This is an optimization exercise on Yosys and OpenROAD, whose aim is small area, a short achievable clock period and few clock cycles per item, not a production implementation. Only simulation tests tie the RTL to the original design; equivalence was not proved. No activity file was given, so power comes from the tool's default toggle rates.

`flow/config.mk`:
```
export PLATFORM = sky130hd
export DESIGN_NAME = kvx_bal
export DESIGN_NICKNAME = kvx_bal
export VERILOG_FILES = /design/flow/design.v
export SDC_FILE = /design/flow/constraint.sdc
export NUM_CORES = 4
export LEC_CHECK = 0
export CAP_MARGIN = 20
export CORE_MARGIN = 2
export CORE_UTILIZATION = 40
export SLEW_MARGIN = 20
```
`flow/run.sh`:
```
#!/bin/bash
# synth_recipe.tcl (not shown) runs the flow's synth.tcl, then flattens the netlist and writes it again
# the make line also repeats each setting of config.mk as NAME=value (left out here)
make -C /OpenROAD-flow-scripts/flow DESIGN_CONFIG=/design/flow/config.mk WORK_HOME=/design/flow/orfs CLKGATE_MAP_FILE= SYNTH_SCRIPT=/design/flow/synth_recipe.tcl finish
```
`flow/constraint.sdc`:
```
create_clock -name core_clock -period 14.0 [get_ports {clk}]
set_input_delay 2.8000 -clock core_clock [delete_from_list [all_inputs] [get_ports {clk}]]
set_output_delay 2.8000 -clock core_clock [all_outputs]
set_load 0.01 [all_outputs]
```
`flow/design.v`:
```
module kvx_bal_div (
    input  wire               clk,
    input  wire               rst,
    input  wire               start,
    input  wire signed [35:0] a,       
    input  wire        [10:0] b,       
    output wire               busy,
    output reg  signed [35:0] q        
);
    reg        run, fin;
    reg        neg;
    reg [37:0] quo;                    
    reg [11:0] rem;
    reg [11:0] den;
    reg [5:0]  cnt;
    wire signed [37:0] num   = {a[35], a, 1'b0} + $signed({27'd0, b});
    wire        [37:0] num_m = num[37] ? -num : num;
    wire        [12:0] trial = {rem, quo[37]};
    wire        [13:0] diff  = {1'b0, trial} - {2'b00, den};
    wire               take  = !diff[13];
    assign busy = run || fin;
    always @(posedge clk) begin
        if (rst) begin
            run <= 1'b0;
            fin <= 1'b0;
            neg <= 1'b0;
            quo <= 38'd0;
            rem <= 12'd0;
            den <= 12'd0;
            cnt <= 6'd0;
            q   <= 36'sd0;
        end else if (start) begin
            run <= 1'b1;
            fin <= 1'b0;
            neg <= num[37];
            quo <= num_m;
            rem <= 12'd0;
            den <= {b, 1'b0};
            cnt <= 6'd37;
        end else if (run) begin
            rem <= take ? diff[11:0] : trial[11:0];
            quo <= {quo[36:0], take};
            cnt <= cnt - 6'd1;
            if (cnt == 6'd0) begin
                run <= 1'b0;
                fin <= 1'b1;
            end
        end else if (fin) begin
            fin <= 1'b0;
            if (neg)
                q <= -$signed(quo[35:0]) - ((rem != 12'd0) ? 36'sd1 : 36'sd0);
            else
                q <= $signed(quo[35:0]);
        end
    end
endmodule
module kvx_bal (
    input  wire         clk,
    input  wire         rst,
    input  wire         cfg_we,
    input  wire [1:0]   cfg_addr,
    input  wire [15:0]  cfg_data,
    input  wire         in_valid,
    output wire         in_ready,
    input  wire [31:0]  in_incl,       
    input  wire [511:0] in_cur,        
    output wire         out_valid,
    output reg          out_changed,
    output wire         out_bal_err,
    output wire [511:0] out_trims      
);
    localparam [3:0] S_IDLE    = 4'd0,
                     S_SUM     = 4'd1,
                     S_AVG_GO  = 4'd2,
                     S_AVG_W   = 4'd3,
                     S_TRIM    = 4'd4,
                     S_TRIM_W  = 4'd5,
                     S_M_GO    = 4'd6,
                     S_M_W     = 4'd7,
                     S_ADJ     = 4'd8,
                     S_DONE    = 4'd9;
    reg [3:0] state;
    reg [15:0] k_bal;
    reg [13:0] tmax;
    reg signed [15:0] trim [0:31];
    reg [4:0]  idx;
    reg [5:0]  n;
    reg signed [20:0] isum;
    reg signed [15:0] iavg;
    reg signed [21:0] tsum;
    reg signed [21:0] m;
    reg        err;
    reg               div_start;
    reg signed [35:0] div_a;
    reg        [10:0] div_b;
    wire              div_busy;
    wire signed [35:0] div_q;
    kvx_bal_div u_div (
        .clk(clk), .rst(rst), .start(div_start),
        .a(div_a), .b(div_b), .busy(div_busy), .q(div_q)
    );
    assign in_ready  = (state == S_IDLE);
    assign out_valid   = (state == S_DONE);
    assign out_bal_err = err;
    genvar g;
    generate
        for (g = 0; g < 32; g = g + 1) begin : g_out
            assign out_trims[16*g +: 16] = trim[g];
        end
    endgenerate
    wire signed [15:0] cur_i  = in_cur[16*idx +: 16];
    wire               incl_i = in_incl[idx];
    wire signed [15:0] trim_i = trim[idx];
    wire signed [36:0] t_raw  = trim_i + div_q;
    wire signed [36:0] tmax_p = $signed({23'd0, tmax});
    wire signed [36:0] tmax_n = -tmax_p;
    wire signed [15:0] t_clip = (t_raw > tmax_p) ? tmax_p[15:0] :
                                (t_raw < tmax_n) ? tmax_n[15:0] : t_raw[15:0];
    wire signed [21:0] t_adj  = incl_i ? (trim_i - m) : trim_i;
    wire signed [21:0] t_abs  = t_adj[21] ? -t_adj : t_adj;
    wire signed [15:0] t_adj16 = t_adj[15:0];
    wire signed [16:0] d_cur  = iavg - cur_i;
    wire signed [33:0] d_prod = $signed({1'b0, k_bal}) * d_cur;
    always @(*) begin
        div_start = 1'b0;
        div_a     = 36'sd0;
        div_b     = 11'd1;
        case (state)
            S_AVG_GO: begin
                div_start = (n >= 6'd2);
                div_a     = isum;
                div_b     = {5'd0, n};
            end
            S_TRIM: begin
                div_start = incl_i;
                div_a     = d_prod;
                div_b     = 11'd1000;
            end
            S_M_GO: begin
                div_start = 1'b1;
                div_a     = tsum;
                div_b     = {5'd0, n};
            end
            default: ;
        endcase
    end
    integer i;
    always @(posedge clk) begin
        if (rst) begin
            state       <= S_IDLE;
            k_bal       <= 16'd0;
            tmax        <= 14'd0;
            for (i = 0; i < 32; i = i + 1)
                trim[i] <= 16'sd0;
            idx         <= 5'd0;
            n           <= 6'd0;
            isum        <= 21'sd0;
            iavg        <= 16'sd0;
            tsum        <= 22'sd0;
            m           <= 22'sd0;
            err         <= 1'b0;
            out_changed <= 1'b0;
        end else begin
            if (cfg_we) begin
                case (cfg_addr)
                    2'd0: k_bal <= cfg_data;
                    2'd1: tmax  <= cfg_data[13:0];
                    2'd2: trim[cfg_data[4:0]] <= 16'sd0;
                    default:
                        for (i = 0; i < 32; i = i + 1)
                            trim[i] <= 16'sd0;
                endcase
            end
            case (state)
                S_IDLE: begin
                    if (in_valid) begin
                        idx   <= 5'd0;
                        n     <= 6'd0;
                        isum  <= 21'sd0;
                        state <= S_SUM;
                    end
                end
                S_SUM: begin
                    if (incl_i) begin
                        isum <= isum + cur_i;
                        n    <= n + 6'd1;
                    end
                    idx <= idx + 5'd1;
                    if (idx == 5'd31)
                        state <= S_AVG_GO;
                end
                S_AVG_GO: begin
                    idx <= 5'd0;
                    err <= 1'b0;
                    if (n < 6'd2) begin
                        m           <= 22'sd0;
                        out_changed <= 1'b0;
                        state       <= S_ADJ;
                    end else begin
                        out_changed <= 1'b1;
                        state       <= S_AVG_W;
                    end
                end
                S_AVG_W: begin
                    if (!div_busy) begin
                        iavg  <= div_q[15:0];
                        tsum  <= 22'sd0;
                        state <= S_TRIM;
                    end
                end
                S_TRIM: begin
                    if (incl_i) begin
                        state <= S_TRIM_W;
                    end else begin
                        idx <= idx + 5'd1;
                        if (idx == 5'd31)
                            state <= S_M_GO;
                    end
                end
                S_TRIM_W: begin
                    if (!div_busy) begin
                        trim[idx] <= t_clip;
                        tsum      <= tsum + t_clip;
                        idx       <= idx + 5'd1;
                        state     <= (idx == 5'd31) ? S_M_GO : S_TRIM;
                    end
                end
                S_M_GO: begin
                    state <= S_M_W;
                end
                S_M_W: begin
                    if (!div_busy) begin
                        m     <= div_q[21:0];
                        idx   <= 5'd0;
                        state <= S_ADJ;
                    end
                end
                S_ADJ: begin
                    trim[idx] <= t_adj16;
                    if (t_abs >= $signed({8'd0, tmax}))
                        err <= 1'b1;
                    idx <= idx + 5'd1;
                    if (idx == 5'd31)
                        state <= S_DONE;
                end
                S_DONE: begin
                    state <= S_IDLE;
                end
                default: state <= S_IDLE;
            endcase
        end
    end
endmodule
```
==> impl_metrics.yaml <==
status:
  status: "finished clean"
synthesis:
  ys_types: 101
  dominantRegCellSynth: "edfxtp_1"
  ys_warn_count: 2
  syn_avg_cell_area_um2: 9.64
  yosysTopAreaCell: "edfxtp_1"
  synth_fp_nets: 7356
  yosys-top-cells-area: "edfxtp_1 26%, mux4_2 9.2%, dfxtp_1 7.9%"
  ys_ff_latch: 747
  seq_area_frac_synth_pct: 33.6
  async_flop_share_pct: 0
  synth-edff-count: 512
  postSynthCellCount: 6198
  syn-cell-area_um2: 59700
  synth_top_area_share_pct: 25.7
place:
  dpl_cell_area_um2: 74800
  dp_hpwl_mm: 260
  port_buffers: 1081
  dpl.cell_count: 9224
  place.gp.congestion: 1.04
  post-place-ws_ns: -1.25
die:
  ioPinCount: 1082
  fp.dieW_um: 390
  die_height_um: 390
  core-area_um2: 148000
  rows: 141
  initial_core_util_pct: 40.4
  dieArea_um2: 152000
cts:
  cts.sinks: 747
  path_clk_slew_ns: 0.06
  clock-root-buffer: "clkbuf_16"
  cts_hold_buf: 0
  clk-insertion-delay-late_ns: 0.75
  htreeDepth: 3
  cts_tree: "built"
  clockBufferDepth: 3
  cts_inserted_buffers: 85
detailed_routing:
  wl_met3_mm: 46.1
  met2_length_mm: 133
  postRouteWirelength_mm: 319
  m1WireLength_mm: 117
  top_layer: "met5"
  routedWlPerCell_um: 33.8
  drcViolationCount: 0
  via_count: 58300
  first_pass_iters: 6
  via_per_inst: 6.18
  drtAntennaViolNets: 0
  drtIter0Drc: 7950
grt:
  grt_first_pass_wirelength_mm: 432
  grt_overflow: 0
  grt_use_total_pct: 40.6
  grt_antenna_before_repair: 73
  grt_max_degree: 70
  first_global_vias: 54000
flow_run:
  drv_cap: 0
min_path:
  hp-start: "k_bal[6]"
  min_path_type: "flop to flop"
  min_to: "k_bal[6]"
  holdPathStages: 2
pwr:
  p_clk_share_pct: 19.1
  power_mw: 12.1
  p_leak_nw: 30.3
  p_switching_mw: 5.37
  switching_share_pct: 44.6
  p_comb_share_pct: 58.2
  p_int_mw: 6.69
  power_density_nw_per_um2: 155
  seq_power_share_pct: 22.7
  ir_worst_vdd_mv: 0.102
critical_path:
  crit_fanout: 6
  critPathKind: "input pin to flop"
  critical_path_required_ns: 14.57
  arrival_ns: 14.06
  critPathCaptureType: "flop"
  rr_worst_depth: 41
  startpoint_type: "input pin"
  cpMostUsedCell: "fa_1"
  startpoint: "in_cur[403]"
  timing.rr.end: "tsum[21]"
  cpPeakStageDelay_ns: 0.63
  regToRegSetupSlack_ns: 1.44
  cpMaxStageDelayCell: "mux4_2"
layout:
  fin_cells: 9443
  areaGrowthSynthToFinish_pct: 30.6
  drive_gt1_share_pct: 12.9
  layout.nets: 8544
  final_area_um2: 78000
  final_core_util_pct: 52.7
timing:
  maxSlewViolCount: 0
  hold_slack_ns: 0.456
  timing.final.crit_share_pct: 96.3
  finClkSkew_ns: 0.0661
  worst_pin_slew_ns: 1.26
  fin_crit_ns: 13.49
  slew_headroom_pct: 15.7
  fin_setup_tns_ns: 0
  setup_slack_ns: 0.511
  setup_violations: 0
  fmax_ghz: 0.0741
  rsz0062_at_grt: "no"
  finalHoldViolations: 0
worst max-delay path by stage:
stage,to,cells after the start
after global routing,u_div.quo[33],47
after floorplan,u_div.quo[32],47
after detailed placement,u_div.quo[24],47
final,u_div.quo[33],47
after CTS,u_div.quo[33],47
after global placement,u_div.quo[24],46
layout by cell type, fill, tap and decap left out, types with 167 or more instances in the layout:
| cell | n |
|---|---|
| edfxtp_1 | 512 |
| nand2_1 | 537 |
| mux2i_1 | 167 |
| ha_1 | 374 |
| fa_1 | 215 |
| nor2_1 | 891 |
| a21oi_1 | 277 |
| inv_1 | 460 |
| mux4_2 | 244 |
| clkdlybuf4s50_1 | 1077 |
| buf_4 | 422 |
| dfxtp_1 | 227 |
cells in the mapped netlist (all sizes together), types with 21 or more instances:
cell      n
a211oi   86
a21boi   21
a21o     90
a21oi   282
a22o     60
a22oi    80
a311oi   23
a31oi    39
and2    105
and3     36
buf      92
clkbuf  316
dfxtp   235
edfxtp  512
fa      216
ha      376
inv     462
mux2i   170
mux4    244
nand2   540
nand2b   38
nand3   100
nand4    44
nor2    895
nor2b    84
nor3    125
nor4     51
o211ai   81
o21a     36
o21ai   167
o21bai   22
or2      31
or3      42
xnor2   138
xor2     65
per-layer routing:
| metal | vias to the layer above | track usage (%) |
|---|---|---|
| met2 | 4135 | 58.9 |
| met1 | 28700 | 49.9 |
| met5 | - | 0 |
| li1 | 24700 | - |
| met4 | 32 | 23.4 |
| met3 | 776 | 17.9 |
repair_timing:
item / CTS / global route
resized for setup: 11 / 49
pin swaps: 2 / 27
endpoints found under the setup margin: 36 / 36
buffers inserted: 1 / 4
layout make-up:
class	count	area, um2
sequential	747	20100
tap	1930	2410
multi-input combinational	4580	36700
clock buffer	113	2330
antenna	61	153
timing repair buffer	1509	14100
fill	13400	70000
clock inverter	40	485
inverter	463	1740
sequential cells by signal, summed over array words and instances (netlist names), named ones only:
register and cells:
u_div.den 7, u_div.fin 1, idx 5, u_div.quo 38, iavg 16, u_div.rem 12, trim 512, err 1
isum 21, n 6, m 22, state 4, out_changed 1, u_div.q 36, u_div.cnt 6, u_div.neg 1
u_div.run 1, tmax 14, tsum 22, k_bal 16
power by group through the flow:
stage	registers [mW]	logic, mW	clock network (mW)
5_1_grt	2.74	7.50	2.38
3_5_place_dp	2.76	6.79	0
2_1_floorplan	2.64	4.26	0
3_3_place_gp	2.76	6.74	0
6_report	2.74	7.01	2.31
4_1_cts	2.72	6.85	2.31
critical path, delay by kind of cell:
| family | cells | cell delay [ns] |
|---|---|---|
| buffers and inverters | 9 | 1.52 |
| adder cells (fa/ha/maj) | 8 | 3.64 |
| multiplexers | 1 | 0.63 |
| AND/OR/NAND/NOR | 6 | 1.59 |
| AO/OA/AOI/OAI | 23 | 3.87 |
cell families after synthesis:
| family | count (synthesis) | share of synthesized area (%) |
|---|---|---|
| AOI/OAI and AO/OA | 1181 | 13.6 |
| muxes | 431 | 12.4 |
| buffers and inverters | 871 | 5.70 |
| and+or+nand+nor | 2173 | 16.6 |
| xor gates and xnor gates | 203 | 2.98 |
| adders and majority gates | 592 | 15.1 |
| DFF | 747 | 33.6 |
Testbench counts, summed over its fixed seeds: cycles 902,830, items 1,280.

[what the ideal ports hide]
In the flow no input, the clock included, has a driving cell. The finished layout below was timed again as built, in two steps.
Step 1, drivers: a clkbuf_16 drives clk and a buf_2 each remaining input, both assumed.
Step 2 also shifts input and output timing later by t, the mid clock arrival at the registers, as if the neighbouring blocks saw the same clock.
Three values: ideal, step 1, step 2; two values: the first two.
t (ns): 0.808
setup WS [ns]: 0.511 / 0.537 / -0.271
worst hold slack (ns): 0.456 / 0.456 / 0.456
pins driven straight from the clock port: 1
With both steps, setup timing fails in this run, where it was met with ideal ports. The setup slack of this run moves by +0.026 ns with the drivers and by -0.782 ns with both steps.
